What follows belongs to an exercise in optimizing a design on an open flow for small area, a short achievable clock period and few clock cycles per item; a production flow would make more cautious choices.
At most, simulation tests tie the RTL to the original design; equivalence was not proved.
For run 3, only the layout was checked, not whether the RTL still works.

**design/flow/config.mk**
```make
export PLATFORM = sky130hd
export DESIGN_NAME = pol_charge_unit
export DESIGN_NICKNAME = pol_charge_unit
export VERILOG_FILES = /design/flow/design.v
export SDC_FILE = /design/flow/constraint.sdc
export NUM_CORES = 4
export LEC_CHECK = 0
export CAP_MARGIN = 20
export CORE_MARGIN = 2
export CORE_UTILIZATION = 60
export PLACE_DENSITY = 0.7
export SLEW_MARGIN = 20
```
**design/flow/constraint.sdc**
```tcl
create_clock -name core_clock -period 11.0 [get_ports {clk}]
set_input_delay 2.2000 -clock core_clock [delete_from_list [all_inputs] [get_ports {clk}]]
set_output_delay 2.2000 -clock core_clock [all_outputs]
set_load 0.01 [all_outputs]
```
**design/flow/design.v**
```verilog
module pol_charge_unit (
    input  wire         clk,
    input  wire         rst,           
    input  wire         in_valid,
    output wire         in_ready,
    input  wire [114:0] in_cfg,        
    input  wire [39:0]  in_tc,         
    input  wire [39:0]  in_tp,         
    input  wire [51:0]  in_last,       
    input  wire [15:0]  in_bytes,      
    input  wire [63:0]  in_ts,         
    output wire         out_valid,
    input  wire         out_ready,
    output wire [1:0]   out_colour,    
    output wire         out_drop,      
    output wire [39:0]  out_tc,
    output wire [39:0]  out_tp,
    output wire [51:0]  out_last
);
    localparam [1:0] MODE_2698 = 2'b01,
                     MODE_4115 = 2'b10;
    localparam [2:0] P_DIV = 3'd0,      
                     P_CMP = 3'd1,      
                     P_PRE = 3'd2,      
                     P_MUL = 3'd3,      
                     P_FIN = 3'd4;
    wire [55:0] xa  = {2'b00, in_ts[63:10]};
    wire [55:0] la  = ~{4'd0, in_last};
    wire [55:0] lb  = ~{2'd0, in_last, 2'b00};
    wire [55:0] cs_s = xa ^ la ^ lb;
    wire [55:0] cs_c = {(xa[54:0] & la[54:0]) | (xa[54:0] & lb[54:0]) | (la[54:0] & lb[54:0]), 1'b0};
    wire [11:0] dlo  = {1'b0, cs_s[10:0]} + {1'b0, cs_c[10:0]} + 12'd2;
    wire [10:0] dl   = dlo[10:0];
    wire [44:0] hs   = cs_s[55:11];
    wire [44:0] hc   = cs_c[55:11];
    wire [44:0] hk   = {hs[43:0] | hc[43:0], dlo[11]};
    wire        dhz  = ~|(hs ^ hc ^ hk);
    wire        on_in   = (in_cfg[113:112] == MODE_2698) || (in_cfg[113:112] == MODE_4115);
    wire        fast_in = !on_in || (dhz && (dl < 11'd1280));
    wire [7:0]  nf_in   = on_in ? dl / 11'd5 : 8'd0;
    wire        ref_in  = on_in && (dl >= 11'd5);    
    reg          a_valid;
    reg          a_fast;
    reg  [2:0]   a_ph;
    reg  [2:0]   a_cnt;
    reg  [2:0]   a_rem;
    reg  [55:0]  a_x;              
    reg          a_bor;            
    reg          a_nz;             
    reg  [7:0]   a_n;              
    reg          a_refill;         
    reg  [31:0]  a_cinc, a_pinc;
    reg          a_covf, a_povf;   
    reg  [23:0]  a_cbs, a_pbs;
    reg  [1:0]   a_mode;
    reg          a_rd;
    reg  [39:0]  a_tc, a_tp;
    reg  [55:0]  a_last;           
    reg  [15:0]  a_bytes;
    wire        slow     = !a_fast;
    wire        fin      = a_fast || (a_ph == P_FIN);
    wire [31:0] ccap = {a_cbs, 8'd0};
    wire [31:0] pcap = {a_pbs, 8'd0};
    wire        nz   = |a_n;
    wire [34:0] c_s, c_c, p_s, p_c;
    wire        c_big, p_big;
    pol_mac mac_c (.q(a_n), .inc(a_cinc), .lvl(a_tc[33:0]), .s(c_s), .c(c_c), .big(c_big));
    pol_mac mac_p (.q(a_n), .inc(a_pinc), .lvl(a_tp[33:0]), .s(p_s), .c(p_c), .big(p_big));
    wire [34:0] csum  = c_s + c_c;
    wire [34:0] psum  = p_s + p_c;
    wire [35:0] ccmp  = {1'b0, c_s} + {1'b0, c_c} + {1'b0, 3'h7, ~ccap};
    wire [35:0] pcmp  = {1'b0, p_s} + {1'b0, p_c} + {1'b0, 3'h7, ~pcap};
    wire        csat  = a_refill && ((a_covf && nz) || c_big || (|a_tc[39:34]) || ccmp[35]);
    wire        psat  = a_refill && ((a_povf && nz) || p_big || (|a_tp[39:34]) || pcmp[35]);
    wire [39:0] f_tc  = csat ? {8'd0, ccap} : {a_tc[39:34], csum[33:0]};
    wire [39:0] f_tp  = psat ? {8'd0, pcap} : {a_tp[39:34], psum[33:0]};
    wire [51:0] f_last = a_last[51:0] + {44'd0, a_n};
    wire [10:0] dv_t  = {a_rem, a_x[7:0]};
    wire [7:0]  dv_q  = dv_t / 11'd5;
    wire [2:0]  dv_r  = dv_t % 11'd5;
    wire [8:0]  sb_d  = {1'b0, a_x[55:48]} - {1'b0, a_last[7:0]} - {8'd0, a_bor};
    wire        sb_nz = a_nz || (sb_d[7:0] != 8'd0);
    reg          b_valid;
    reg  [39:0]  b_tc, b_tp;
    reg  [51:0]  b_last;
    reg  [15:0]  b_bytes;
    reg  [1:0]   b_mode;
    reg          b_rd;
    wire b_free = !b_valid || out_ready;
    wire a_go   = a_valid && fin && b_free;
    assign in_ready = !a_valid || a_go;
    wire [16:0] lo_c = {1'b0, b_tc[23:8]} - {1'b0, b_bytes};
    wire [16:0] lo_p = {1'b0, b_tp[23:8]} - {1'b0, b_bytes};
    wire [15:0] hm_c = b_tc[39:24] - 16'd1;
    wire [15:0] hm_p = b_tp[39:24] - 16'd1;
    wire [39:0] dc   = {lo_c[16] ? hm_c : b_tc[39:24], lo_c[15:0], b_tc[7:0]};
    wire [39:0] dp   = {lo_p[16] ? hm_p : b_tp[39:24], lo_p[15:0], b_tp[7:0]};
    wire        lt_c = lo_c[16] && (b_tc[39:24] == 16'd0);
    wire        lt_p = lo_p[16] && (b_tp[39:24] == 16'd0);
    reg  [1:0]  colour;
    reg         sub_c, sub_p;
    always @(*) begin
        colour = 2'd0;
        sub_c  = 1'b0;
        sub_p  = 1'b0;
        if (b_mode == MODE_2698) begin
            if (lt_p)      colour = 2'd2;
            else if (lt_c) begin colour = 2'd1; sub_p = 1'b1; end
            else           begin sub_c = 1'b1; sub_p = 1'b1; end
        end else if (b_mode == MODE_4115) begin
            if (!lt_c)     sub_c = 1'b1;
            else if (!lt_p) begin colour = 2'd1; sub_p = 1'b1; end
            else           colour = 2'd2;
        end
    end
    always @(posedge clk) begin
        if (rst) begin
            a_valid <= 1'b0;
            b_valid <= 1'b0;
        end else begin
            if (in_ready) a_valid <= in_valid;
            if (a_go) b_valid <= 1'b1;
            else if (out_ready) b_valid <= 1'b0;
        end
        if (a_go) begin
            b_tc    <= f_tc;
            b_tp    <= f_tp;
            b_last  <= f_last;
            b_bytes <= a_bytes;
            b_mode  <= a_mode;
            b_rd    <= a_rd;
        end
        if (in_ready) begin
            a_fast   <= fast_in;
            a_ph     <= P_DIV;
            a_cnt    <= 3'd0;
            a_rem    <= 3'd0;
            a_x      <= {xa[7:0], xa[15:8], xa[23:16], xa[31:24],
                         xa[39:32], xa[47:40], xa[55:48]};
            a_bor    <= 1'b0;
            a_nz     <= 1'b0;
            a_n      <= nf_in;
            a_refill <= ref_in;
            a_cinc   <= in_cfg[31:0];
            a_pinc   <= in_cfg[63:32];
            a_covf   <= 1'b0;
            a_povf   <= 1'b0;
            a_cbs    <= in_cfg[87:64];
            a_pbs    <= in_cfg[111:88];
            a_mode   <= in_cfg[113:112];
            a_rd     <= in_cfg[114];
            a_tc     <= in_tc;
            a_tp     <= in_tp;
            a_last   <= {4'd0, in_last};
            a_bytes  <= in_bytes;
        end else if (slow) begin
            case (a_ph)
                P_DIV: begin
                    a_rem <= dv_r;
                    a_x   <= {dv_q, a_x[55:8]};
                    a_cnt <= a_cnt + 3'd1;
                    if (a_cnt == 3'd6) begin
                        a_cnt <= 3'd0;
                        a_ph  <= P_CMP;
                    end
                end
                P_CMP: begin
                    a_bor  <= sb_d[8];
                    a_nz   <= sb_nz;
                    a_x    <= {a_x[47:0], a_x[55:48]};
                    a_last <= {a_last[7:0], a_last[55:8]};
                    a_cnt  <= a_cnt + 3'd1;
                    if (a_cnt == 3'd6) begin
                        a_cnt <= 3'd0;
                        a_bor    <= 1'b0;
                        a_n      <= 8'd0;
                        a_refill <= 1'b0;
                        a_ph     <= (!sb_d[8] && sb_nz) ? P_PRE : P_FIN;
                    end
                end
                P_PRE: begin
                    a_bor    <= sb_d[8];
                    a_n      <= sb_d[7:0];
                    a_refill <= 1'b1;
                    a_x      <= {a_x[47:0], a_x[55:48]};
                    a_last   <= {a_x[55:48], a_last[55:8]};
                    a_ph     <= P_MUL;
                end
                P_MUL: begin
                    a_tc   <= f_tc;
                    a_tp   <= f_tp;
                    a_cinc <= {a_cinc[23:0], 8'd0};
                    a_pinc <= {a_pinc[23:0], 8'd0};
                    a_covf <= a_covf || (a_cinc[31:24] != 8'd0);
                    a_povf <= a_povf || (a_pinc[31:24] != 8'd0);
                    a_cnt  <= a_cnt + 3'd1;
                    if (a_cnt == 3'd6) begin
                        a_n      <= 8'd0;
                        a_refill <= 1'b0;
                        a_ph     <= P_FIN;
                    end else begin
                        a_bor  <= sb_d[8];
                        a_n    <= sb_d[7:0];
                        a_x    <= {a_x[47:0], a_x[55:48]};
                        a_last <= {a_x[55:48], a_last[55:8]};
                    end
                end
                default: ;
            endcase
        end
    end
    assign out_valid  = b_valid;
    assign out_colour = colour;
    assign out_drop   = (colour == 2'd2) && b_rd;
    assign out_tc     = sub_c ? dc : b_tc;
    assign out_tp     = sub_p ? dp : b_tp;
    assign out_last   = b_last;
endmodule
module pol_mac (
    input  wire [7:0]  q,
    input  wire [31:0] inc,
    input  wire [33:0] lvl,
    output wire [34:0] s,
    output wire [34:0] c,
    output wire        big
);
    wire [34:0] r0 = {3'd0, q[0] ? inc        : 32'd0};
    wire [34:0] r1 = {3'd0, q[1] ? inc[30:0]  : 31'd0, 1'd0};
    wire [34:0] r2 = {3'd0, q[2] ? inc[29:0]  : 30'd0, 2'd0};
    wire [34:0] r3 = {3'd0, q[3] ? inc[28:0]  : 29'd0, 3'd0};
    wire [34:0] r4 = {3'd0, q[4] ? inc[27:0]  : 28'd0, 4'd0};
    wire [34:0] r5 = {3'd0, q[5] ? inc[26:0]  : 27'd0, 5'd0};
    wire [34:0] r6 = {3'd0, q[6] ? inc[25:0]  : 26'd0, 6'd0};
    wire [34:0] r7 = {3'd0, q[7] ? inc[24:0]  : 25'd0, 7'd0};
    wire [34:0] r8 = {1'd0, lvl};
    assign big = (q[1] && inc[31]) || (q[2] && |inc[31:30]) || (q[3] && |inc[31:29]) ||
                 (q[4] && |inc[31:28]) || (q[5] && |inc[31:27]) || (q[6] && |inc[31:26]) ||
                 (q[7] && |inc[31:25]);
    wire [34:0] a0 = r0 ^ r1 ^ r2;
    wire [34:0] a1 = {((r0 & r1) | (r0 & r2) | (r1 & r2)), 1'b0};
    wire [34:0] a2 = r3 ^ r4 ^ r5;
    wire [34:0] a3 = {((r3 & r4) | (r3 & r5) | (r4 & r5)), 1'b0};
    wire [34:0] a4 = r6 ^ r7 ^ r8;
    wire [34:0] a5 = {((r6 & r7) | (r6 & r8) | (r7 & r8)), 1'b0};
    wire [34:0] b0 = a0 ^ a1 ^ a2;
    wire [34:0] b1 = {((a0 & a1) | (a0 & a2) | (a1 & a2)), 1'b0};
    wire [34:0] b2 = a3 ^ a4 ^ a5;
    wire [34:0] b3 = {((a3 & a4) | (a3 & a5) | (a4 & a5)), 1'b0};
    wire [34:0] d0 = b0 ^ b1 ^ b2;
    wire [34:0] d1 = {((b0 & b1) | (b0 & b2) | (b1 & b2)), 1'b0};
    assign s = d0 ^ d1 ^ b3;
    assign c = {((d0 & d1) | (d0 & b3) | (d1 & b3)), 1'b0};
endmodule
```
**design/flow/flow/run.sh**
```bash
#!/bin/bash
# The standard layout, with the port buffers made of plain buffer cells
# (buf_2) instead of the default delay cell that buffer_ports picks.
set -euo pipefail
export BUFFER_PORTS_ARGS="-buffer_cell sky130_fd_sc_hd__buf_2"
bash standard.sh > standard.log 2>&1
```
**design/flow/standard.sh**
```bash
#!/bin/bash
# synth_recipe.tcl (not shown) runs the flow's synth.tcl, then flattens the netlist and writes it again
# the make line also repeats each setting of config.mk as NAME=value (left out here)
make -C /OpenROAD-flow-scripts/flow DESIGN_CONFIG=/design/flow/config.mk WORK_HOME=/design/flow/orfs CLKGATE_MAP_FILE= SYNTH_SCRIPT=/design/flow/synth_recipe.tcl "${@:-finish}"
```
==> flow_metrics.env, run 1 <==
export IMPL_synthTopCellsByCount="inv_1, nand2_1, fa_1"
export IMPL_clk_root_buffer_cell="clkbuf_16"
export IMPL_setup_worst_path_start="a_n[3]"
export IMPL_r2r_end="a_tc[16]"
export IMPL_post_place_ws_ns=2.18
export IMPL_core_rowCount=103
export IMPL_setup_viol=0
export IMPL_fin_crit_sh_pct=80.4
export IMPL_post_cts_buffers=0
export IMPL_synth_cell_type_count=109
export IMPL_wirelength_um=135000
export IMPL_synth_top_area_share_pct=30.0
export IMPL_cts_tree="built"
export IMPL_grt_usage_pct=33.5
export IMPL_postLayoutCoreUtil_pct=67.1
export IMPL_clk_path_buf_depth=3
export IMPL_viasPerCell=5.64
export IMPL_r2r_slack_ns=2.16
export IMPL_clk_pin_slew_ns=0.06
export IMPL_ys_flop_type="edfxtp_1"
export IMPL_start_kind="register"
export IMPL_crit_fanout=27
export IMPL_drt_iter0_markers=2921
export IMPL_critPathCaptureType="register"
export IMPL_hp_class="register to register"
export IMPL_synthCells=5000
export IMPL_die_h_um=286
export IMPL_setup_slack_ns=2.16
export IMPL_postSynthAreaPerCell_um2=9.57
export IMPL_finClkSkew_ns=0.0333
export IMPL_syn_cell_area_um2=47800
export IMPL_critPathKind="register to register"
export IMPL_pin_count=468
export IMPL_max_freq_ghz=0.113
export IMPL_fin_tns_setup_ns=0
export IMPL_cts_hold_buf=0
export IMPL_layout_nets=6461
export IMPL_multiInputGateArea_um2=28300
export IMPL_drv_cap=0
export IMPL_yosysMostFrequentCell="inv_1"
export IMPL_status="finished clean"
export IMPL_antenna_found_initial=18
export IMPL_finalHoldViolations=0
export IMPL_rr_startpoint="a_n[3]"
export IMPL_area_growth_pct=10.9
export IMPL_dp_hpwl_um=106000
export IMPL_fin_crit_ns=8.84
export IMPL_dieWidth_um=286
export IMPL_netlist_top_cells_area="edfxtp_1, fa_1, inv_1, ha_1, nand2_1"
export IMPL_yosysSeqAreaShare_pct=30.9
export IMPL_start_util_pct=60.6
export IMPL_syn_nets=6127
export IMPL_reg2reg_depth=25
export IMPL_dieArea_um2=82000
export IMPL_yosys_register_bits=499
export IMPL_cts_resized=0
export IMPL_ant_nets=0
export IMPL_slew_headroom_pct=32.2
export IMPL_coreArea_um2=79000
export IMPL_drv_slew=0
export IMPL_min_to="b_bytes[2]"
export IMPL_grt_pass1_wl_um=209000
export IMPL_tightest_slew_ns=1.02
export IMPL_synth_edf_count=478
export IMPL_critPathRequiredTime_ns=11.41
export IMPL_grt_max_degree=172
export IMPL_port_buffer_count=457
export IMPL_fillCellCount=6432
export IMPL_grt_overflow_total=0
export IMPL_htree_levels=2
export IMPL_hold_path_cell_count=0
export IMPL_synthesis_yosys_warnings=1
export IMPL_gp_congestion=0.925
export IMPL_drive_gt1_share_pct=13.9
export IMPL_async_flop_share_pct=0
export IMPL_synth_area_leader_cell="edfxtp_1"
export IMPL_critical_path_arrival_ns=9.25
export IMPL_ff_latch_area_um2=14800
export IMPL_cts_sinks=499
export IMPL_drt_drc_violations_left=0
export IMPL_num_vias=36400
export IMPL_firstDrtPassIters=6
export IMPL_clkLatencyLatePin_ns=0.66
export IMPL_first_global_vias=36800
export IMPL_rsz0062_at_grt="no"
export IMPL_routedWlPerCell_um=21.0
export IMPL_min_delay_start="a_bytes[2]"
export IMPL_cts_buffers=59
## stage by stage
step	hold slack [ns]	cells	instance area [um^2]
finish	0.421	6444	53000
global route	0.425	6442	53000
floorplan	0.400	5000	47800
detailed placement	0.406	6322	50900
global placement	0.401	6322	50900
CTS	0.422	6433	53000
## state kept, by name (all words and copies together) (netlist names), 2 cells and up
| signal | flops |
|---|---|
| a_last | 56 |
| a_x | 56 |
| b_last | 52 |
| a_tc | 40 |
| a_tp | 40 |
| b_tc | 40 |
| b_tp | 40 |
| a_cinc | 32 |
| a_pinc | 32 |
| a_cbs | 24 |
| a_pbs | 24 |
| a_bytes | 16 |
| b_bytes | 16 |
| a_n | 8 |
| a_cnt | 3 |
| a_ph | 3 |
| a_rem | 3 |
| a_mode | 2 |
| b_mode | 2 |
## layout make-up
cell class	instances	area share [%]
multi-input cells	3258	53.4
flip-flops and latches	499	27.9
inverters	1020	7.24
repair buffers	496	4.95
clock buffers	65	2.88
well taps	1050	2.48
clock inverters	46	1.10
diodes	10	0.0472
## metal layers
metal,up-vias,routed length [um],GRT usage (%),part of all wire (%)
met1,18000,55100,44.9,41
met4,12,5900,13.6,4.4
met5,-,80,0,0.059
met2,1310,63800,54.4,47
met3,287,10600,5.58,7.8
li1,16700,-,-,-
## cells in the final DEF, fill, tap and decap left out, drive strengths merged, types with 21 or more instances in the layout
| cell type | instances |
|---|---|
| dfxtp | 21 |
| ha | 299 |
| a21oi | 124 |
| nand2 | 739 |
| a21boi | 26 |
| fa | 497 |
| xnor2 | 136 |
| edfxtp | 478 |
| and2 | 250 |
| o21a | 31 |
| clkbuf | 65 |
| and3 | 24 |
| mux2i | 49 |
| nand4 | 45 |
| o21ai | 168 |
| xor2 | 72 |
| o31ai | 66 |
| buf | 496 |
| inv | 1023 |
| nand3 | 52 |
| clkinv | 24 |
| nor3 | 54 |
| nand2b | 30 |
| a21o | 55 |
| nor2 | 170 |
| mux2 | 93 |
| nor2b | 29 |
| a31oi | 22 |
## cell families (layout without fill, tap and decap cells)
group | Yosys count | in the layout | synth area share (%)
and+or+nand+nor | 1478 | 1478 | 14.6
muxes | 142 | 142 | 3.21
DFF | 499 | 499 | 30.9
adders and majority gates | 801 | 801 | 28.7
AOI/OAI and AO/OA | 628 | 628 | 8.74
other | 0 | 10 | 0
buffers and inverters | 1243 | 1627 | 9.93
xor gates and xnor gates | 209 | 209 | 3.91
## worst max path at each step
stage           endpoint  slack [ns]  cells past startpoint
2_1_floorplan  a_cinc[0]        2.80                      7
4_1_cts         a_tc[16]        2.17                     27
3_5_place_dp    a_tc[16]        2.18                     27
5_1_grt         a_tc[16]        1.80                     25
3_3_place_gp    a_tc[16]        2.24                     27
6_report        a_tc[16]        2.16                     25
## worst max-delay path, stage by stage (launching register included)
cell and delay [ns]:
edfxtp_1 0.97, buf_4 0.39, nand2_1 0.12, fa_1 0.52, fa_1 0.42, fa_1 0.52
inv_1 0.06, fa_1 0.58, inv_1 0.07, fa_1 0.50, inv_1 0.04, ha_1 0.31
a21o_1 0.19, a21o_1 0.17, a21o_1 0.17, a21o_1 0.17, a21o_1 0.17, a21o_1 0.16
a21o_1 0.23, a2111oi_0 0.77, a21oi_1 0.35, mux2i_1 0.25, or2_2 0.31, buf_4 0.43
mux2_2 0.43, mux2_2 0.27
Testbench counts, summed over its fixed seeds: cycles 1,600, items 1,536.
==> run 2, diff against run 1 <==
--- a/design/flow/config.mk
+++ b/design/flow/config.mk
@@ -7,2 +7,3 @@
 export LEC_CHECK = 0
+export ABC_CLOCK_PERIOD_IN_PS = 4000
 export CAP_MARGIN = 20
@@ -11,2 +12,3 @@
 export PLACE_DENSITY = 0.7
+export SETUP_SLACK_MARGIN = 4.5
 export SLEW_MARGIN = 20
==> run 2 against run 1 <==
Net effect:
- non-clock buffer count grew 264
- still clean on timing, DRC and antenna
- critical path depth grew 3
- highest routed layer unchanged
- synthesized cell count is the same
- worst hold slack lost 0.0076 ns
- first-iteration DRC count grew 41%
- setup slack gained 1.7 ns
- core utilization grew 7.0 points
- register-to-register slack gained 1.7 ns
- largest cell class unchanged
==> flow_metrics.env, run 2 <==
export IMPL_status="finished clean"
export IMPL_drv_slew=0
export IMPL_start_kind="register"
export IMPL_critPathRequiredTime_ns=11.41
export IMPL_reg_largest_list="a_last x56, a_x x56, b_last x52"
export IMPL_dp_hpwl_um=105000
export IMPL_synthesis_yosys_warnings=1
export IMPL_synth_top_family_by_area="adder cells"
export IMPL_clkLatencyLatePin_ns=0.68
export IMPL_ant_nets=0
export IMPL_yosysSeqAreaShare_pct=30.9
export IMPL_first_global_vias=38300
export IMPL_pin_count=468
export IMPL_fillCellCount=5563
export IMPL_cts_tree="built"
export IMPL_clk_pin_slew_ns=0.07
export IMPL_ys_flop_type="edfxtp_1"
export IMPL_critPathCaptureType="register"
export IMPL_setup_viol=0
export IMPL_max_freq_ghz=0.140
export IMPL_grt_pass1_wl_um=221000
export IMPL_syn_cell_area_um2=47800
export IMPL_post_place_ws_ns=2.82
export IMPL_synth_top_area_share_pct=30.0
export IMPL_syn_nets=6127
export IMPL_setup_worst_path_start="a_n[7]"
export IMPL_synth_cell_type_count=109
export IMPL_critPathCapture="a_tc[22]"
export IMPL_critPathKind="register to register"
export IMPL_drv_cap=0
export IMPL_async_flop_share_pct=0
export IMPL_cts_buffers=57
export IMPL_port_buffer_count=457
export IMPL_fin_crit_ns=7.15
export IMPL_coreArea_um2=79000
export IMPL_grt_max_degree=172
export IMPL_viasPerCell=5.80
export IMPL_hp_class="register to register"
export IMPL_drive_gt1_share_pct=23.1
export IMPL_cts_hold_buf=0
export IMPL_dieArea_um2=82000
export IMPL_synth_xor_area_share_pct=3.91
export IMPL_area_growth_pct=22.5
export IMPL_finalHoldViolations=0
export IMPL_gp_congestion=0.946
export IMPL_r2r_end="a_tc[22]"
export IMPL_tightest_slew_ns=1.05
export IMPL_synth_area_leader_cell="edfxtp_1"
export IMPL_postSynthAreaPerCell_um2=9.57
export IMPL_final_cell_mix="inv_1, nand2_1, fa_1"
export IMPL_hold_path_cell_count=0
export IMPL_synthAdderAreaFrac_pct=28.7
export IMPL_setup_slack_ns=3.85
export IMPL_antenna_found_initial=19
export IMPL_synth_simple_area_share_pct=14.6
export IMPL_rr_startpoint="a_n[7]"
export IMPL_drt_drc_violations_left=0
export IMPL_start_util_pct=60.6
export IMPL_die_h_um=286
export IMPL_core_rowCount=103
export IMPL_synthCells=5000
export IMPL_crit_fanout=27
export IMPL_stdcell_count=6719
export IMPL_dieWidth_um=286
export IMPL_cts_sinks=499
export IMPL_reg2reg_depth=28
export IMPL_yosys_register_bits=499
export IMPL_holdWs_ns=0.414
export IMPL_finClkSkew_ns=0.0424
export IMPL_grt_overflow_total=0
export IMPL_rsz0062_at_grt="yes"
export IMPL_final_area_um2=58600
export IMPL_r2r_slack_ns=3.85
export IMPL_routedWlPerCell_um=22.8
export IMPL_synthTopCellsByCount="inv_1, nand2_1, fa_1"
export IMPL_cpPeakStageDelay_ns=0.56
export IMPL_wirelength_um=153000
export IMPL_firstDrtPassIters=8
export IMPL_layout_nets=6741
export IMPL_clk_root_buffer_cell="clkbuf_16"
export IMPL_synth_area_mux_share_pct=3.21
export IMPL_critPathSlowestCell="fa_1"
export IMPL_num_vias=39000
export IMPL_synth_compound_area_share_pct=8.74
export IMPL_fin_crit_sh_pct=65.0
export IMPL_netlist_top_cells_area="edfxtp_1, fa_1, inv_1, ha_1, nand2_1"
export IMPL_dp_cells=6319
export IMPL_final_common_cell="inv_1"
export IMPL_placed_area_um2=51000
export IMPL_drt_iter0_markers=4115
export IMPL_htree_levels=2
export IMPL_slew_headroom_pct=29.9
export IMPL_yosysMostFrequentCell="inv_1"
export IMPL_synth_edf_count=478
export IMPL_critical_path_arrival_ns=7.56
export IMPL_crit_path_frequent_cell="a21o_1"
export IMPL_fin_tns_setup_ns=0
export IMPL_clk_path_buf_depth=3
export IMPL_grt_usage_pct=35.4
[run 2: cell type report]
class	count	area [um^2]	share of cell area, %
Timing Repair Buffer	760	5820	9.93
Multi-Input combinational cell	3276	30900	52.7
Inverter	1020	3840	6.56
Clock buffer	69	1520	2.60
Tap cell	1050	1310	2.24
Antenna cell	9	22.5	0.0384
Sequential cell	499	14800	25.2
Clock inverter	36	418	0.713
[run 2: logic make-up (layout without fill, tap and decap cells)]
logic type	after synthesis	after routing
adder cells (fa/ha/maj)	801	801
other	0	9
XOR/XNOR	209	209
AO/OA/AOI/OAI	628	632
multiplexers	142	142
flip-flops	499	499
AND/OR/NAND/NOR	1478	1492
buffers and inverters	1243	1885
[run 2: worst min-delay path by stage]
stage	start	endpoint	slack, ns
4_1_cts	a_bytes[4]	b_bytes[4]	0.41
3_3_place_gp	a_bytes[8]	b_bytes[8]	0.40
6_report	a_bytes[8]	b_bytes[8]	0.41
2_1_floorplan	a_bytes[0]	b_bytes[0]	0.40
5_1_grt	a_bytes[15]	b_bytes[15]	0.42
3_5_place_dp	a_bytes[4]	b_bytes[4]	0.40
[run 2: routing by layer]
layer,vias up,GRT usage (%),part of all wire (%)
met5,-,0,0.070
met4,16,13.3,5.1
met3,445,7.05,10
met2,1986,58.2,47
met1,19200,46.7,37
li1,17300,-,-
[run 2: worst max-delay path: cells and delay by family (launching register included)]
kind	cells	cell delay [ns]
simple gates	3	0.54
buf+inv	7	0.65
flops	1	0.43
compound gates	10	1.91
mux	2	0.53
fa+ha+maj	6	2.80
[run 2: repair_timing]
action	in CTS	in global routing
buffers inserted	148	106
pin swaps	113	173
setup endpoints to repair	229	231
cloned	18	14
resized for setup	327	408
[run 2: stage by stage]
stage	util (%)
2_1_floorplan	-
4_1_cts	70.6
3_3_place_gp	64.5
6_report	74.2
3_5_place_dp	64.5
5_1_grt	74.1
==> run 3, diff against run 2 <==
--- a/design/flow/design.v
+++ b/design/flow/design.v
@@ -44,5 +44,4 @@
     reg  [2:0]   a_ph;
-    reg  [2:0]   a_cnt;
+    reg  [5:0]   a_cnt;
     reg  [2:0]   a_rem;
-    reg  [55:0]  a_x;              
     reg          a_bor;            
@@ -59,2 +58,18 @@
     reg  [15:0]  a_bytes;
+    reg          b_valid;
+    reg  [39:0]  b_tc, b_tp;
+    reg  [51:0]  b_last;
+    reg  [15:0]  b_bytes;
+    reg  [1:0]   b_mode;
+    reg          b_rd;
+    wire [55:0] xa_rev;
+    genvar gi;
+    generate for (gi = 0; gi < 56; gi = gi + 1) begin : g_rev
+        assign xa_rev[gi] = xa[55 - gi];
+    end endgenerate
+    wire [55:0] a_x = {b_bytes[3:0], b_last};
+    wire b_free = !b_valid || out_ready;
+    wire a_go   = a_valid && fin && b_free;
+    wire a_ld   = !a_valid || a_go;
+    assign in_ready = fast_in ? a_ld : (!a_valid && b_free);
     wire        slow     = !a_fast;
@@ -77,16 +92,8 @@
     wire [51:0] f_last = a_last[51:0] + {44'd0, a_n};
-    wire [10:0] dv_t  = {a_rem, a_x[7:0]};
-    wire [7:0]  dv_q  = dv_t / 11'd5;
-    wire [2:0]  dv_r  = dv_t % 11'd5;
-    wire [8:0]  sb_d  = {1'b0, a_x[55:48]} - {1'b0, a_last[7:0]} - {8'd0, a_bor};
-    wire        sb_nz = a_nz || (sb_d[7:0] != 8'd0);
-    reg          b_valid;
-    reg  [39:0]  b_tc, b_tp;
-    reg  [51:0]  b_last;
-    reg  [15:0]  b_bytes;
-    reg  [1:0]   b_mode;
-    reg          b_rd;
-    wire b_free = !b_valid || out_ready;
-    wire a_go   = a_valid && fin && b_free;
-    assign in_ready = !a_valid || a_go;
+    wire [3:0]  dv_t  = {a_rem, a_x[0]};
+    wire        dv_q  = (dv_t >= 4'd5);
+    wire [2:0]  dv_r  = dv_q ? dv_t[2:0] - 3'd5 : dv_t[2:0];
+    wire        sb_d  = a_x[55] ^ a_last[0] ^ a_bor;
+    wire        sb_b  = (!a_x[55] && (a_last[0] || a_bor)) || (a_last[0] && a_bor);
+    wire        sb_nz = a_nz || sb_d;
     wire [16:0] lo_c = {1'b0, b_tc[23:8]} - {1'b0, b_bytes};
@@ -120,3 +127,3 @@
         end else begin
-            if (in_ready) a_valid <= in_valid;
+            if (a_ld) a_valid <= in_valid && in_ready;
             if (a_go) b_valid <= 1'b1;
@@ -124,2 +131,4 @@
         end
+        if (in_valid && in_ready && !fast_in)
+            {b_bytes[3:0], b_last} <= xa_rev;
         if (a_go) begin
@@ -132,9 +141,7 @@
         end
-        if (in_ready) begin
+        if (a_ld) begin
             a_fast   <= fast_in;
             a_ph     <= P_DIV;
-            a_cnt    <= 3'd0;
+            a_cnt    <= 6'd0;
             a_rem    <= 3'd0;
-            a_x      <= {xa[7:0], xa[15:8], xa[23:16], xa[31:24],
-                         xa[39:32], xa[47:40], xa[55:48]};
             a_bor    <= 1'b0;
@@ -159,6 +166,6 @@
                     a_rem <= dv_r;
-                    a_x   <= {dv_q, a_x[55:8]};
-                    a_cnt <= a_cnt + 3'd1;
-                    if (a_cnt == 3'd6) begin
-                        a_cnt <= 3'd0;
+                    {b_bytes[3:0], b_last} <= {dv_q, a_x[55:1]};
+                    a_cnt <= a_cnt + 6'd1;
+                    if (a_cnt == 6'd55) begin
+                        a_cnt <= 6'd0;
                         a_ph  <= P_CMP;
@@ -167,9 +174,9 @@
                 P_CMP: begin
-                    a_bor  <= sb_d[8];
+                    a_bor  <= sb_b;
                     a_nz   <= sb_nz;
-                    a_x    <= {a_x[47:0], a_x[55:48]};
-                    a_last <= {a_last[7:0], a_last[55:8]};
-                    a_cnt  <= a_cnt + 3'd1;
-                    if (a_cnt == 3'd6) begin
-                        a_cnt <= 3'd0;
+                    {b_bytes[3:0], b_last} <= {a_x[54:0], a_x[55]};
+                    a_last <= {a_last[0], a_last[55:1]};
+                    a_cnt  <= a_cnt + 6'd1;
+                    if (a_cnt == 6'd55) begin
+                        a_cnt    <= 6'd0;
                         a_bor    <= 1'b0;
@@ -177,3 +184,3 @@
                         a_refill <= 1'b0;
-                        a_ph     <= (!sb_d[8] && sb_nz) ? P_PRE : P_FIN;
+                        a_ph     <= (!sb_b && sb_nz) ? P_PRE : P_FIN;
                     end
@@ -181,7 +188,7 @@
                 P_PRE: begin
-                    a_bor    <= sb_d[8];
-                    a_n      <= sb_d[7:0];
+                    a_bor    <= sb_b;
+                    a_n      <= {7'd0, sb_d};
                     a_refill <= 1'b1;
-                    a_x      <= {a_x[47:0], a_x[55:48]};
-                    a_last   <= {a_x[55:48], a_last[55:8]};
+                    {b_bytes[3:0], b_last} <= {a_x[54:0], a_x[55]};
+                    a_last   <= {a_x[55], a_last[55:1]};
                     a_ph     <= P_MUL;
@@ -191,8 +198,8 @@
                     a_tp   <= f_tp;
-                    a_cinc <= {a_cinc[23:0], 8'd0};
-                    a_pinc <= {a_pinc[23:0], 8'd0};
-                    a_covf <= a_covf || (a_cinc[31:24] != 8'd0);
-                    a_povf <= a_povf || (a_pinc[31:24] != 8'd0);
-                    a_cnt  <= a_cnt + 3'd1;
-                    if (a_cnt == 3'd6) begin
+                    a_cinc <= {a_cinc[30:0], 1'b0};
+                    a_pinc <= {a_pinc[30:0], 1'b0};
+                    a_covf <= a_covf || a_cinc[31];
+                    a_povf <= a_povf || a_pinc[31];
+                    a_cnt  <= a_cnt + 6'd1;
+                    if (a_cnt == 6'd55) begin
                         a_n      <= 8'd0;
@@ -201,6 +208,6 @@
                     end else begin
-                        a_bor  <= sb_d[8];
-                        a_n    <= sb_d[7:0];
-                        a_x    <= {a_x[47:0], a_x[55:48]};
-                        a_last <= {a_x[55:48], a_last[55:8]};
+                        a_bor  <= sb_b;
+                        a_n    <= {7'd0, sb_d};
+                        {b_bytes[3:0], b_last} <= {a_x[54:0], a_x[55]};
+                        a_last <= {a_x[55], a_last[55:1]};
                     end
==> run 3 against run 2 <==
Net effect:
- largest cell class unchanged
- cell area decreased by 5.8%
- cell count decreased by 4.2%
==> flow_metrics.env, run 3 <==
export IMPL_path_cells="buf_8, fa_1, ha_4, ha_4, fa_2, a211oi_4, o21ai_4, a21o_1, a21oi_2, xor2_1, a21oi_2, o31ai_4, nor2_1, o21ai_2, buf_2"
export IMPL_fin_crit_sh_pct=69.0
export IMPL_drt_iter0_markers=2978
export IMPL_critical_path_arrival_ns=5.39
export IMPL_wirelength_um=142000
export IMPL_start_util_pct=60.8
export IMPL_gp_congestion=0.933
export IMPL_syn_cell_area_um2=45300
export IMPL_yosys_register_bits=446
export IMPL_dieArea_um2=77800
export IMPL_post_place_ws_ns=2.40
export IMPL_reg_largest_list="a_last x56, b_last x52"
export IMPL_syn_nets=6023
export IMPL_synthCells=4914
export IMPL_grt_max_degree=123
export IMPL_synth_top_area_share_pct=24.4
export IMPL_yosysMostFrequentCell="inv_1"
export IMPL_postSynthAreaPerCell_um2=9.23
export IMPL_clk_root_buffer_cell="clkbuf_16"
export IMPL_firstDrtPassIters=8
export IMPL_holdWs_ns=0.422
export IMPL_synthTopCellsByCount="inv_1, nand2_1, fa_1"
export IMPL_setup_slack_ns=3.41
export IMPL_rsz0062_at_grt="yes"
export IMPL_synth_area_leader_cell="edfxtp_1"
export IMPL_final_area_um2=55200
export IMPL_synthesis_yosys_warnings=1
export IMPL_finalHoldViolations=0
export IMPL_cpPeakStageDelay_ns=0.59
export IMPL_grt_overflow_total=0
export IMPL_coreArea_um2=74600
export IMPL_drv_slew=0
export IMPL_drive_gt1_share_pct=23.0
export IMPL_cts_tree="built"
export IMPL_port_buffer_count=457
export IMPL_status="finished clean"
export IMPL_finClkSkew_ns=0.0250
export IMPL_drt_drc_violations_left=0
export IMPL_max_freq_ghz=0.132
export IMPL_regMostFlops="a_last"
export IMPL_pin_count=468
export IMPL_crit_fanout=4
export IMPL_cts_buffers=54
export IMPL_yosysSeqAreaShare_pct=27.8
export IMPL_synth_cell_type_count=91
export IMPL_cts_hold_buf=0
export IMPL_drv_cap=0
export IMPL_final_common_cell="inv_1"
export IMPL_grt_usage_pct=35.8
export IMPL_routedWlPerCell_um=22.1
export IMPL_critPathCaptureType="output pin"
export IMPL_async_flop_share_pct=0
export IMPL_ff_latch_area_um2=12600
export IMPL_layout_nets=6525
export IMPL_hp_class="register to register"
export IMPL_fin_crit_ns=7.59
export IMPL_synth_edf_count=368
export IMPL_first_global_vias=37200
export IMPL_critPathRequiredTime_ns=8.80
export IMPL_final_cell_mix="inv_1, nand2_1, fa_1"
export IMPL_fillCellCount=5365
export IMPL_ant_nets=0
export IMPL_cts_sinks=446
export IMPL_ys_flop_type="edfxtp_1"
export IMPL_antenna_found_initial=11
export IMPL_postLayoutCoreUtil_pct=74.0
export IMPL_fin_tns_setup_ns=0
export IMPL_critical_path_top_delay_family="adder cells"
export IMPL_core_rowCount=100
export IMPL_num_vias=37300
export IMPL_slew_headroom_pct=26.5
export IMPL_clk_pin_slew_ns=0.06
export IMPL_dieWidth_um=279
export IMPL_start_kind="input pin"
export IMPL_placed_area_um2=47900
export IMPL_netlist_top_cells_area="edfxtp_1, fa_1, inv_1, ha_1, nand2_1"
export IMPL_clkLatencyLatePin_ns=0.65
export IMPL_clk_path_buf_depth=3
export IMPL_largest_reg_flops=56
export IMPL_area_growth_pct=21.7
export IMPL_critPathBufInv=2
export IMPL_htree_levels=2
export IMPL_multiInputGateArea_um2=30200
export IMPL_critPathKind="input pin to output pin"
export IMPL_die_h_um=279
export IMPL_grt_pass1_wl_um=214000
export IMPL_viasPerCell=5.79
export IMPL_setup_viol=0
export IMPL_critPathSlowestCell="fa_1"
export IMPL_dp_hpwl_um=96100
export IMPL_tightest_slew_ns=1.10
==> run 3: cell types whose count changed after synthesis, sizes merged, moves of 45 or more <==
cell    change
a21oi      +49
edfxtp    -110
o22ai      +46
dfxtp      +57
inv        -45
a22oi      +55
==> run 3: logic make-up after synthesis <==
kind of cell / Yosys count / synth area share, %
xor gates and xnor gates: 213 / 4.19
muxes: 150 / 3.54
buffers and inverters: 1259 / 11.1
DFF: 446 / 27.8
adders and majority gates: 779 / 29.7
and+or+nand+nor: 1402 / 14.3
AOI/OAI and AO/OA: 665 / 9.39
==> run 3: final cells by class <==
cell class / count / area share [%]
Antenna cell: 6 / 0.0272
Tap cell: 969 / 2.20
Multi-Input combinational cell: 3221 / 54.7
Inverter: 975 / 6.66
Sequential cell: 446 / 22.9
Timing Repair Buffer: 718 / 10.1
Clock inverter: 28 / 0.601
Clock buffer: 73 / 2.80
==> run 3: timing repair <==
item,in CTS,in global routing
cloned,24,3
pin swaps,129,123
endpoints found under the setup margin,230,251
gates resized for setup,452,267
buffers inserted,143,67
==> run 3: path summary, 6_finish.rpt <==
check | startpoint | end | slack (ns) | cells past startpoint
worst min register to register | a_mode[1] | b_mode[1] | 0.42 | 0
worst min-delay path | a_mode[1] | b_mode[1] | 0.42 | 0
worst max-delay path | in_ts[12] | in_ready | 3.41 | 15
worst max register to register | a_n[0] | a_tc[19] | 3.78 | 30
==> run 3: through the flow <==
step / instances
3_3_place_gp: 6091
6_report: 6436
4_1_cts: 6359
5_1_grt: 6432
2_1_floorplan: 4914
3_5_place_dp: 6091
==> run 3: layer usage <==
metal | routed length, um | share of wire [%] | up-vias | global-route usage (%)
li1 | - | - | 16700 | -
met1 | 55300 | 39 | 18300 | 48.7
met2 | 66500 | 47 | 1875 | 57.7
met3 | 13900 | 9.8 | 389 | 6.64
met4 | 6180 | 4.3 | 14 | 12.9
met5 | 84 | 0.059 | - | 0
==> run 4, diff against run 3 <==
--- a/design/flow/design.v
+++ b/design/flow/design.v
@@ -39,2 +39,7 @@
     wire        fast_in = !on_in || (dhz && (dl < 11'd1280));
+    wire [10:0] dlo10 = {1'b0, cs_s[9:0]} + {1'b0, cs_c[9:0]} + 11'd2;
+    wire [45:0] hs10  = cs_s[55:10];
+    wire [45:0] hc10  = cs_c[55:10];
+    wire [45:0] hk10  = {hs10[44:0] | hc10[44:0], dlo10[10]};
+    wire        fast_q = !on_in || ~|(hs10 ^ hc10 ^ hk10);
     wire [7:0]  nf_in   = on_in ? dl / 11'd5 : 8'd0;
@@ -73,3 +78,3 @@
     wire a_ld   = !a_valid || a_go;
-    assign in_ready = fast_in ? a_ld : (!a_valid && b_free);
+    assign in_ready = a_ld && (fast_q || (!a_valid && b_free));
     wire        slow     = !a_fast;
==> run 4 against run 3 <==
Net effect:
- register-to-register slack gained 0.26 ns
- sequential share of layout area shrank 0.17 points
- largest cell class unchanged
- via count shrank 1.5%
- worst hold slack lost 0.0019 ns
- first-iteration DRC count grew 7.6%
- still clean
- flip-flop and latch count is the same
- highest routed layer unchanged
==> flow_metrics.env, run 4 <==
export IMPL_fin_crit_sh_pct=63.9
export IMPL_gp_congestion=0.924
export IMPL_max_freq_ghz=0.142
export IMPL_final_cell_mix="inv_1, nand2_1, fa_1"
export IMPL_critical_path_arrival_ns=4.83
export IMPL_fin_tns_setup_ns=0
export IMPL_yosys_register_bits=446
export IMPL_tightest_slew_ns=1.21
export IMPL_drive_gt1_share_pct=25.1
export IMPL_drv_cap=0
export IMPL_synth_cell_type_count=83
export IMPL_clk_pin_slew_ns=0.06
export IMPL_antenna_found_initial=14
export IMPL_die_h_um=278
export IMPL_finClkSkew_ns=0.0243
export IMPL_drt_drc_violations_left=0
export IMPL_fin_crit_ns=7.03
export IMPL_grt_usage_pct=35.8
export IMPL_grt_max_degree=131
export IMPL_port_buffer_count=457
export IMPL_cts_sinks=446
export IMPL_dieArea_um2=77400
export IMPL_dp_hpwl_um=95000
export IMPL_postSynthAreaPerCell_um2=9.26
export IMPL_cts_hold_buf=0
export IMPL_start_util_pct=60.6
export IMPL_synthTopCellsByCount="inv_1, nand2_1, fa_1"
export IMPL_regMostFlops="a_last"
export IMPL_core_rowCount=100
export IMPL_critPathRequiredTime_ns=8.80
export IMPL_firstDrtPassIters=5
export IMPL_viasPerCell=5.72
export IMPL_path_cells="buf_2, clkinvlp_4, fa_1, inv_1, ha_4, xnor2_2, nor4_2, nand4_1, nor4_4, buf_4, a31oi_1, nor2_2, buf_2"
export IMPL_dieWidth_um=278
export IMPL_layout_nets=6505
export IMPL_synthesis_yosys_warnings=1
export IMPL_async_flop_share_pct=0
export IMPL_rsz0062_at_grt="yes"
export IMPL_clkLatencyLatePin_ns=0.64
export IMPL_grt_overflow_total=0
export IMPL_critPathSlowestCell="fa_1"
export IMPL_largest_reg_flops=56
export IMPL_synth_edf_count=368
export IMPL_synth_top_area_share_pct=24.5
export IMPL_setup_viol=0
export IMPL_syn_nets=5983
export IMPL_yosysMostFrequentCell="inv_1"
export IMPL_syn_cell_area_um2=45100
export IMPL_ys_flop_type="edfxtp_1"
export IMPL_hp_class="register to register"
export IMPL_clk_root_buffer_cell="clkbuf_16"
export IMPL_clk_path_buf_depth=3
export IMPL_yosysSeqAreaShare_pct=28.0
export IMPL_coreArea_um2=74400
export IMPL_finalHoldViolations=0
export IMPL_slew_headroom_pct=19.3
export IMPL_critPathCaptureType="output pin"
export IMPL_routedWlPerCell_um=22.0
export IMPL_critPathKind="input pin to output pin"
export IMPL_start_kind="input pin"
export IMPL_grt_pass1_wl_um=212000
export IMPL_cts_tree="built"
export IMPL_reg_largest_list="a_last x56, b_last x52"
export IMPL_ant_nets=0
export IMPL_cts_buffers=53
export IMPL_netlist_top_cells_area="edfxtp_1, fa_1, inv_1, ha_1, nand2_1"
export IMPL_cpPeakStageDelay_ns=0.54
export IMPL_drt_iter0_markers=3203
export IMPL_final_common_cell="inv_1"
export IMPL_synth_area_leader_cell="edfxtp_1"
export IMPL_pin_count=468
export IMPL_crit_path_frequent_cell="buf_2"
export IMPL_dp_cells=6056
export IMPL_synthCells=4873
export IMPL_stdcell_count=6415
export IMPL_drv_slew=0
export IMPL_crit_fanout=3
export IMPL_status="finished clean"
export IMPL_first_global_vias=36600
export IMPL_wirelength_um=141000
export IMPL_htree_levels=2
export IMPL_num_vias=36700
export IMPL_area_growth_pct=23.2
==> run 4: changes by cell type in the layout (fill, tap and decap cells not counted), moves of 21 or more <==
cell	before	now
inv_1	957	929
nand2_1	671	634
buf_4	100	142
ha_4	12	33
ha_1	266	245
inv_2	16	39
nor2_1	161	212
==> run 4: worst paths after layout <==
path	endpoint	cells past startpoint	slack, ns	startpoint
max	in_ready	13	3.97	in_last[19]
min	b_bytes[5]	0	0.42	a_bytes[5]
max reg2reg	a_tp[25]	28	4.04	a_n[1]
min reg2reg	b_bytes[5]	0	0.42	a_bytes[5]
==> run 4: cell families (layout without fill, tap and decap cells) <==
kind of cell | count (synthesis) | count (layout) | share of synthesized area [%]
mux | 161 | 161 | 3.85
xor+xnor | 218 | 219 | 4.25
fa+ha+maj | 781 | 781 | 29.9
buf+inv | 1250 | 1810 | 11.0
other cells | 0 | 8 | 0
compound gates | 610 | 610 | 8.68
flops | 446 | 446 | 28.0
simple gates | 1407 | 1411 | 14.3
==> run 4: final cells by class <==
type                            instances  area, um^2
Inverter                              973        3680
Multi-Input combinational cell       3182       30400
Clock buffer                           70        1510
Clock inverter                         28         258
Antenna cell                            8        20.0
Timing Repair Buffer                  739        5830
Sequential cell                       446       12600
Fill cell                            5248       18900
Tap cell                              969        1210
==> run 4: repair_timing <==
| action | 4_1_cts | 5_1_grt |
|---|---|---|
| setup endpoints to repair | 259 | 258 |
| buffers inserted | 152 | 69 |
| gates cloned | 29 | 3 |
| pin swaps | 188 | 119 |
| gates resized for setup | 525 | 258 |
==> run 4: metrics by stage <==
stage                     hold slack [ns]  cell area (um^2)  util, %  worst slack (ns)
after CTS                           0.419             53800     72.3              4.06
after global routing                0.424             55600     74.6              3.86
after global placement              0.402             47900     64.4              2.74
final                               0.420             55600     74.6              3.97
after floorplan                     0.400             45500        -              4.28
after detailed placement            0.405             47900     64.4              2.65
==> run 4: critical path, delay by kind of cell <==
family | cells | cell delay (ns)
AND/OR/NAND/NOR | 4 | 0.94
adder cells (fa/ha/maj) | 2 | 0.79
buffers and inverters | 5 | 0.67
XOR/XNOR | 1 | 0.14
AO/OA/AOI/OAI | 1 | 0.09
==> run 4: per-layer routing <==
| layer | vias to the layer above | track usage (%) | part of all wire (%) | wire length, um |
|---|---|---|---|---|
| met5 | - | 0 | 0.074 | 104 |
| met4 | 16 | 15.2 | 5.4 | 7650 |
| met3 | 344 | 6.67 | 9.2 | 12900 |
| met2 | 1770 | 57.4 | 46 | 64600 |
| met1 | 18100 | 47.9 | 40 | 55900 |
| li1 | 16500 | - | - | - |
Testbench counts of run 4, summed over its fixed seeds: cycles 1,600, items 1,536.
==> run 5, diff against run 4 <==
==> design/flow/flow/run.sh (replaced) <==
#!/bin/bash
# The standard layout, with plain buffer cells (buf_1) as port buffers
# instead of the delay cell that buffer_ports picks by default, and a clock
# tree of smaller clock buffers without dummy loads.
set -euo pipefail
export BUFFER_PORTS_ARGS="-buffer_cell sky130_fd_sc_hd__buf_1"
export CTS_ARGS="-sink_clustering_enable -repair_clock_nets -dont_use_dummy_load -buf_list {sky130_fd_sc_hd__clkbuf_4 sky130_fd_sc_hd__clkbuf_8}"
bash standard.sh > standard.log 2>&1
--- a/design/flow/config.mk
+++ b/design/flow/config.mk
@@ -12,3 +12,4 @@
 export PLACE_DENSITY = 0.7
-export SETUP_SLACK_MARGIN = 4.5
+export SETUP_SLACK_MARGIN = 5
 export SLEW_MARGIN = 20
+export TNS_END_PERCENT = 2
==> run 5 against run 4 <==
Net effect:
- global-route usage shrank 2.9 points
- via count shrank 3.0%
- core utilization shrank 6.2 points
- critical path depth is the same
- count of clock-buffer cells in the layout grew 14
- maximum frequency is essentially flat
- sequential share of layout area grew 2.1 points
- cell count shrank 2.3%
- routed wire length shrank 7.5%
- critical endpoint unchanged
- largest cell class unchanged
- highest routed layer unchanged
==> flow_metrics.env, run 5 <==
export IMPL_status="finished clean"
export IMPL_ant_nets=0
export IMPL_hp_class="register to register"
export IMPL_yosys_register_bits=446
export IMPL_critPathRequiredTime_ns=8.80
export IMPL_fin_crit_ns=7.03
export IMPL_pin_count=468
export IMPL_cts_sinks=446
export IMPL_critical_path_arrival_ns=4.83
export IMPL_finClkSkew_ns=0.0872
export IMPL_start_kind="input pin"
export IMPL_viasPerCell=5.68
export IMPL_start_util_pct=60.6
export IMPL_grt_max_degree=99
export IMPL_ys_flop_type="edfxtp_1"
export IMPL_setup_slack_ns=3.97
export IMPL_holdWs_ns=0.397
export IMPL_cts_tree="built"
export IMPL_syn_nets=5983
export IMPL_regMostFlops="a_last"
export IMPL_postSynthAreaPerCell_um2=9.26
export IMPL_coreArea_um2=74400
export IMPL_final_common_cell="inv_1"
export IMPL_fin_tns_setup_ns=0
export IMPL_clkLatencyLatePin_ns=0.71
export IMPL_dieArea_um2=77400
export IMPL_drv_slew=0
export IMPL_reg_largest_list="a_last x56, b_last x52"
export IMPL_ff_latch_area_um2=12600
export IMPL_antenna_found_initial=17
export IMPL_wirelength_um=131000
export IMPL_yosysSeqAreaShare_pct=28.0
export IMPL_clk_root_buffer_cell="clkbuf_8"
export IMPL_drt_drc_violations_left=0
export IMPL_syn_cell_area_um2=45100
export IMPL_area_growth_pct=12.9
export IMPL_setup_viol=0
export IMPL_clk_path_buf_depth=3
export IMPL_async_flop_share_pct=0
export IMPL_yosysMostFrequentCell="inv_1"
export IMPL_synth_cell_type_count=83
export IMPL_finalHoldViolations=0
export IMPL_htree_levels=3
export IMPL_clk_pin_slew_ns=0.06
export IMPL_grt_pass1_wl_um=196000
export IMPL_core_rowCount=100
export IMPL_slew_headroom_pct=26.6
export IMPL_post_place_ws_ns=2.42
export IMPL_layout_nets=6402
export IMPL_drive_gt1_share_pct=10.6
export IMPL_synth_area_leader_cell="edfxtp_1"
export IMPL_first_global_vias=35400
export IMPL_dieWidth_um=278
export IMPL_grt_overflow_total=0
export IMPL_grt_usage_pct=32.9
export IMPL_critPathKind="input pin to output pin"
export IMPL_drt_iter0_markers=2814
export IMPL_synth_edf_count=368
export IMPL_fin_crit_sh_pct=63.9
export IMPL_largest_reg_flops=56
export IMPL_synth_top_area_share_pct=24.5
export IMPL_multiInputGateArea_um2=28800
export IMPL_synthesis_yosys_warnings=1
export IMPL_dp_hpwl_um=94400
export IMPL_firstDrtPassIters=6
export IMPL_max_freq_ghz=0.142
export IMPL_port_buffer_count=457
export IMPL_cts_hold_buf=0
export IMPL_synthTopCellsByCount="inv_1, nand2_1, fa_1"
export IMPL_routedWlPerCell_um=20.8
export IMPL_tightest_slew_ns=1.10
export IMPL_num_vias=35600
export IMPL_die_h_um=278
export IMPL_critPathCaptureType="output pin"
export IMPL_synthCells=4873
export IMPL_cts_buffers=84
export IMPL_fillCellCount=6032
export IMPL_netlist_top_cells_area="edfxtp_1, fa_1, inv_1, ha_1, nand2_1"
export IMPL_final_cell_mix="inv_1, nand2_1, fa_1"
export IMPL_gp_congestion=0.924
export IMPL_crit_fanout=2
export IMPL_rsz0062_at_grt="yes"
export IMPL_drv_cap=0
run 5: cell counts after synthesis:
No cell type changed its count.
run 5: worst paths after layout:
kind          startpoint          end  slack, ns  cells past startpoint
max           in_last[0]     in_ready       3.97                     13
min          a_bytes[13]  b_bytes[13]       0.40                      0
max reg2reg       a_n[2]     a_tc[17]       4.07                     28
min reg2reg  a_bytes[13]  b_bytes[13]       0.40                      0
run 5: timing repair:
action | 4_1_cts | 5_1_grt
pin swaps | 80 | 89
cloned | 11 | 5
gates resized for setup | 179 | 177
setup buffers | 54 | 47
endpoints found under the setup margin | 289 | 345
run 5: cells by family (layout without fill, tap and decap cells):
logic type / Yosys count / in the layout / synth area share [%]
AND/OR/NAND/NOR: 1407 / 1407 / 14.3
buffers and inverters: 1250 / 1667 / 11.0
adder cells (fa/ha/maj): 781 / 781 / 29.9
AO/OA/AOI/OAI: 610 / 610 / 8.68
flip-flops: 446 / 446 / 28.0
XOR/XNOR: 218 / 218 / 4.25
multiplexers: 161 / 161 / 3.85
other: 0 / 8 / 0
run 5: layout make-up:
type	count	share of cell area, %
Clock buffer	84	2.27
Sequential cell	446	24.8
Inverter	973	7.21
Tap cell	969	2.38
Antenna cell	8	0.0393
Multi-Input combinational cell	3177	56.4
Timing Repair Buffer	610	6.88
run 5: per-stage QoR:
step | area (um^2) | std cells | util [%]
6_report | 50900 | 6267 | 68.4
4_1_cts | 49700 | 6207 | 66.8
2_1_floorplan | 45200 | 4873 | -
3_3_place_gp | 47100 | 6058 | 63.3
5_1_grt | 50900 | 6264 | 68.4
3_5_place_dp | 47100 | 6058 | 63.3
run 5: critical path, stage by stage:
cell,delay (ns)
buf_6,0.09
inv_4,0.04
fa_1,0.59
ha_4,0.22
ha_4,0.16
fa_2,0.37
a21oi_4,0.16
o211ai_1,0.13
a31oi_2,0.27
xnor2_1,0.15
a31oi_1,0.11
nor2_2,0.16
buf_2,0.17
run 5: routing by layer:
metal	global-route usage, %	share of wire (%)	vias up
met5	0	0.086	-
met4	13.0	4.1	18
met3	5.80	8.5	278
met2	54.0	47	1499
met1	43.7	40	17600
li1	-	-	16200
==> run 6, diff against run 5 <==
--- a/design/flow/config.mk
+++ b/design/flow/config.mk
@@ -12,4 +12,3 @@
 export PLACE_DENSITY = 0.7
-export SETUP_SLACK_MARGIN = 5
+export SETUP_SLACK_MARGIN = 4.5
 export SLEW_MARGIN = 20
-export TNS_END_PERCENT = 2
==> run 6 against run 5 <==
Net effect:
- still clean
- first-iteration DRC count grew 10%
- die area is the same
- synthesized area is the same
- register-to-register slack lost 0.10 ns
- core utilization grew 4.8 points
- count of clock-buffer cells in the layout is the same
- synthesized cell count is the same
- via count grew 3.1%
==> flow_metrics.env, run 6 <==
export IMPL_num_vias=36700
export IMPL_synthesis_yosys_warnings=1
export IMPL_dp_cells=6055
export IMPL_antenna_found_initial=12
export IMPL_cts_tree="built"
export IMPL_drive_gt1_share_pct=17.8
export IMPL_first_global_vias=36400
export IMPL_async_flop_share_pct=0
export IMPL_syn_nets=5983
export IMPL_port_buffer_count=457
export IMPL_min_delay_start="a_bytes[4]"
export IMPL_final_area_um2=54500
export IMPL_critPathCaptureType="output pin"
export IMPL_synth_compound_area_share_pct=8.68
export IMPL_cts_buffers=84
export IMPL_firstDrtPassIters=6
export IMPL_htree_levels=3
export IMPL_critPathSlowestCell="fa_1"
export IMPL_placed_area_um2=47400
export IMPL_dieWidth_um=278
export IMPL_ff_latch_area_um2=12600
export IMPL_area_growth_pct=20.8
export IMPL_synth_cell_type_count=83
export IMPL_max_freq_ghz=0.142
export IMPL_clkLatencyLatePin_ns=0.72
export IMPL_routedWlPerCell_um=22.0
export IMPL_cpPeakStageDelay_ns=0.55
export IMPL_rr_startpoint="a_n[0]"
export IMPL_synth_simple_area_share_pct=14.3
export IMPL_drt_drc_violations_left=0
export IMPL_largest_reg_flops=56
export IMPL_pin_count=468
export IMPL_synthCells=4873
export IMPL_regMostFlops="a_last"
export IMPL_critPathBufInv=3
export IMPL_r2r_end="a_tc[29]"
export IMPL_die_h_um=278
export IMPL_viasPerCell=5.74
export IMPL_grt_max_degree=146
export IMPL_reg2reg_depth=24
export IMPL_start_kind="input pin"
export IMPL_critPathKind="input pin to output pin"
export IMPL_fillCellCount=5370
export IMPL_clk_pin_slew_ns=0.05
export IMPL_rsz0062_at_grt="yes"
export IMPL_fin_crit_sh_pct=64.1
export IMPL_grt_pass1_wl_um=209000
export IMPL_final_cell_mix="inv_1, nand2_1, fa_1"
export IMPL_fin_tns_setup_ns=0
export IMPL_ys_flop_type="edfxtp_1"
export IMPL_core_rowCount=100
export IMPL_slew_headroom_pct=30.4
export IMPL_cts_sinks=446
export IMPL_finClkSkew_ns=0.0572
export IMPL_gp_congestion=0.928
export IMPL_wirelength_um=141000
export IMPL_synth_area_mux_share_pct=3.85
export IMPL_crit_fanout=2
export IMPL_layout_nets=6541
export IMPL_setup_worst_path_start="in_last[0]"
export IMPL_critical_path_arrival_ns=4.85
export IMPL_tightest_slew_ns=1.04
export IMPL_ant_nets=0
export IMPL_synth_top_area_share_pct=24.5
export IMPL_synth_xor_area_share_pct=4.25
export IMPL_drv_slew=0
export IMPL_final_common_cell="inv_1"
export IMPL_start_util_pct=60.6
export IMPL_synth_edf_count=368
export IMPL_critPathRequiredTime_ns=8.80
export IMPL_grt_usage_pct=35.4
export IMPL_r2r_slack_ns=3.97
export IMPL_synthTopCellsByCount="inv_1, nand2_1, fa_1"
export IMPL_drt_iter0_markers=3105
export IMPL_yosysSeqAreaShare_pct=28.0
export IMPL_fin_crit_ns=7.05
export IMPL_hp_class="register to register"
export IMPL_path_cells="buf_6, inv_4, fa_1, ha_4, ha_4, fa_2, a21oi_4, o211ai_1, a31oi_2, xnor2_2, a31oi_4, nor2_4, buf_6"
export IMPL_setup_viol=0
export IMPL_postSynthAreaPerCell_um2=9.26
export IMPL_dieArea_um2=77400
export IMPL_synthAdderAreaFrac_pct=29.9
export IMPL_reg_largest_list="a_last x56, b_last x52"
export IMPL_min_to="b_bytes[4]"
export IMPL_yosysMostFrequentCell="inv_1"
export IMPL_finalHoldViolations=0
export IMPL_multiInputGateArea_um2=30400
export IMPL_grt_overflow_total=0
export IMPL_stdcell_count=6403
export IMPL_dp_hpwl_um=93900
export IMPL_netlist_top_cells_area="edfxtp_1, fa_1, inv_1, ha_1, nand2_1"
export IMPL_syn_cell_area_um2=45100
export IMPL_clk_root_buffer_cell="clkbuf_8"
export IMPL_hold_path_cell_count=0
export IMPL_synth_top_family_by_area="adder cells"
export IMPL_critical_path_top_delay_family="adder cells"
export IMPL_synth_area_leader_cell="edfxtp_1"
export IMPL_yosys_register_bits=446
export IMPL_drv_cap=0
export IMPL_status="finished clean"
export IMPL_clk_path_buf_depth=3
export IMPL_cts_hold_buf=0
export IMPL_coreArea_um2=74400
run 6: changes by cell type in the layout (fill, tap and decap cells not counted), sizes merged:
cell,previous run,this run
and3,18,20
buf,597,726
bufbuf,5,8
clkbuf,92,94
clkdlybuf4s15,0,1
diode,8,5
nand2,663,664
nor2,255,256
run 6: timing repair:
item                       in CTS  in global routing
hold endpoints to repair        0                  0
gates resized for setup       531                313
setup endpoints to repair     261                257
gates cloned                   30                  4
pin swaps                     158                132
setup buffers                 150                 75
run 6: layout make-up:
class	instances	area share, %
multi-input combinational	3181	55.7
inverter	973	6.75
antenna	5	0.0230
tap	969	2.23
sequential	446	23.2
clock buffer	84	2.12
timing repair buffer	745	9.98
run 6: metal layers:
metal	GRT usage [%]	vias up	share of wire [%]
li1	-	16500	-
met1	47.1	18100	39
met2	56.4	1718	47
met3	7.30	368	9.1
met4	15.2	16	5.4
met5	0	-	0.077
run 6: kinds of logic after synthesis:
group	after synthesis
muxes	161
xor gates and xnor gates	218
buffers and inverters	1250
AOI/OAI and AO/OA	610
and+or+nand+nor	1407
DFF	446
adders and majority gates	781
run 6: worst max path at each step:
stage | end | slack (ns) | cells after the start
2_1_floorplan | a_n[0] | 4.28 | 18
3_3_place_gp | a_tp[25] | 2.79 | 27
3_5_place_dp | a_tp[25] | 2.70 | 25
4_1_cts | in_ready | 4.06 | 12
5_1_grt | a_tc[29] | 3.84 | 24
6_report | in_ready | 3.95 | 13
run 6: through the flow:
step / hold WS, ns / setup WS (ns) / utilization [%]
5_1_grt: 0.423 / 3.84 / 73.2
6_report: 0.408 / 3.95 / 73.2
3_3_place_gp: 0.402 / 2.79 / 63.6
3_5_place_dp: 0.405 / 2.70 / 63.6
4_1_cts: 0.408 / 4.06 / 70.6
2_1_floorplan: 0.400 / 4.28 / -
run 6: worst register-to-register path, cell delays in order, from the launching register on:
cell       delay (ns)
edfxtp_1         0.51
buf_6            0.19
buf_4            0.14
clkbuf_16        0.17
and2_1           0.16
fa_1             0.56
inv_1            0.07
fa_1             0.52
fa_1             0.57
inv_1            0.06
fa_1             0.62
inv_1            0.08
fa_1             0.51
inv_1            0.04
ha_1             0.28
o21a_1           0.18
o21ai_0          0.13
a21oi_1          0.06
o21ai_0          0.44
a21oi_2          0.18
mux2i_2          0.24
and3_4           0.31
buf_12           0.16
mux2_4           0.32
mux2_4           0.27

re-timing with driven ports:
The flow's constraints put no driver on any port. The routed layouts listed below were extracted and timed again, unchanged, in two steps. Step 1 (the two cells are an assumption about what drives the block):
set clk [get_ports {clk}]
set_driving_cell -lib_cell sky130_fd_sc_hd__clkbuf_16 $clk
set_driving_cell -lib_cell sky130_fd_sc_hd__buf_2 [delete_from_list [all_inputs] $clk]
Step 2, shift: input delay + t, output delay - t, t = (earliest + latest rising clock arrival at the registers) / 2. This alone moves slack from input paths to output paths. a / b / c = ideal ports / drivers / drivers and shift; a / b = the first two.
run | shift t [ns] | slack for setup (ns) | worst setup path at the end | clock arrival spread, ns | worst data-port slew with drivers (ns)
run 1 | 0.714 | 2.159 / 2.159 / 2.159 | register to register | 0.038 / 0.038 | 0.12
run 2 | 0.730 | 3.850 / 3.844 / 3.411 | input to register | 0.043 / 0.042 | 0.15
run 3 | 0.706 | 3.414 / 3.374 / 3.374 | input to output | 0.025 / 0.025 | 0.13
run 4 | 0.697 | 3.973 / 3.948 / 3.801 | input to register | 0.029 / 0.029 | 0.14
run 5 | 0.734 | 3.973 / 3.929 / 3.663 | input to register | 0.088 / 0.088 | 0.15
run 6 | 0.753 | 3.951 / 3.904 / 3.799 | input to register | 0.061 / 0.062 | 0.14
After both steps every run listed still meets setup and hold. The setup slack of run 2, which loses most, moves by -0.006 ns with the drivers and by -0.439 ns with both steps.
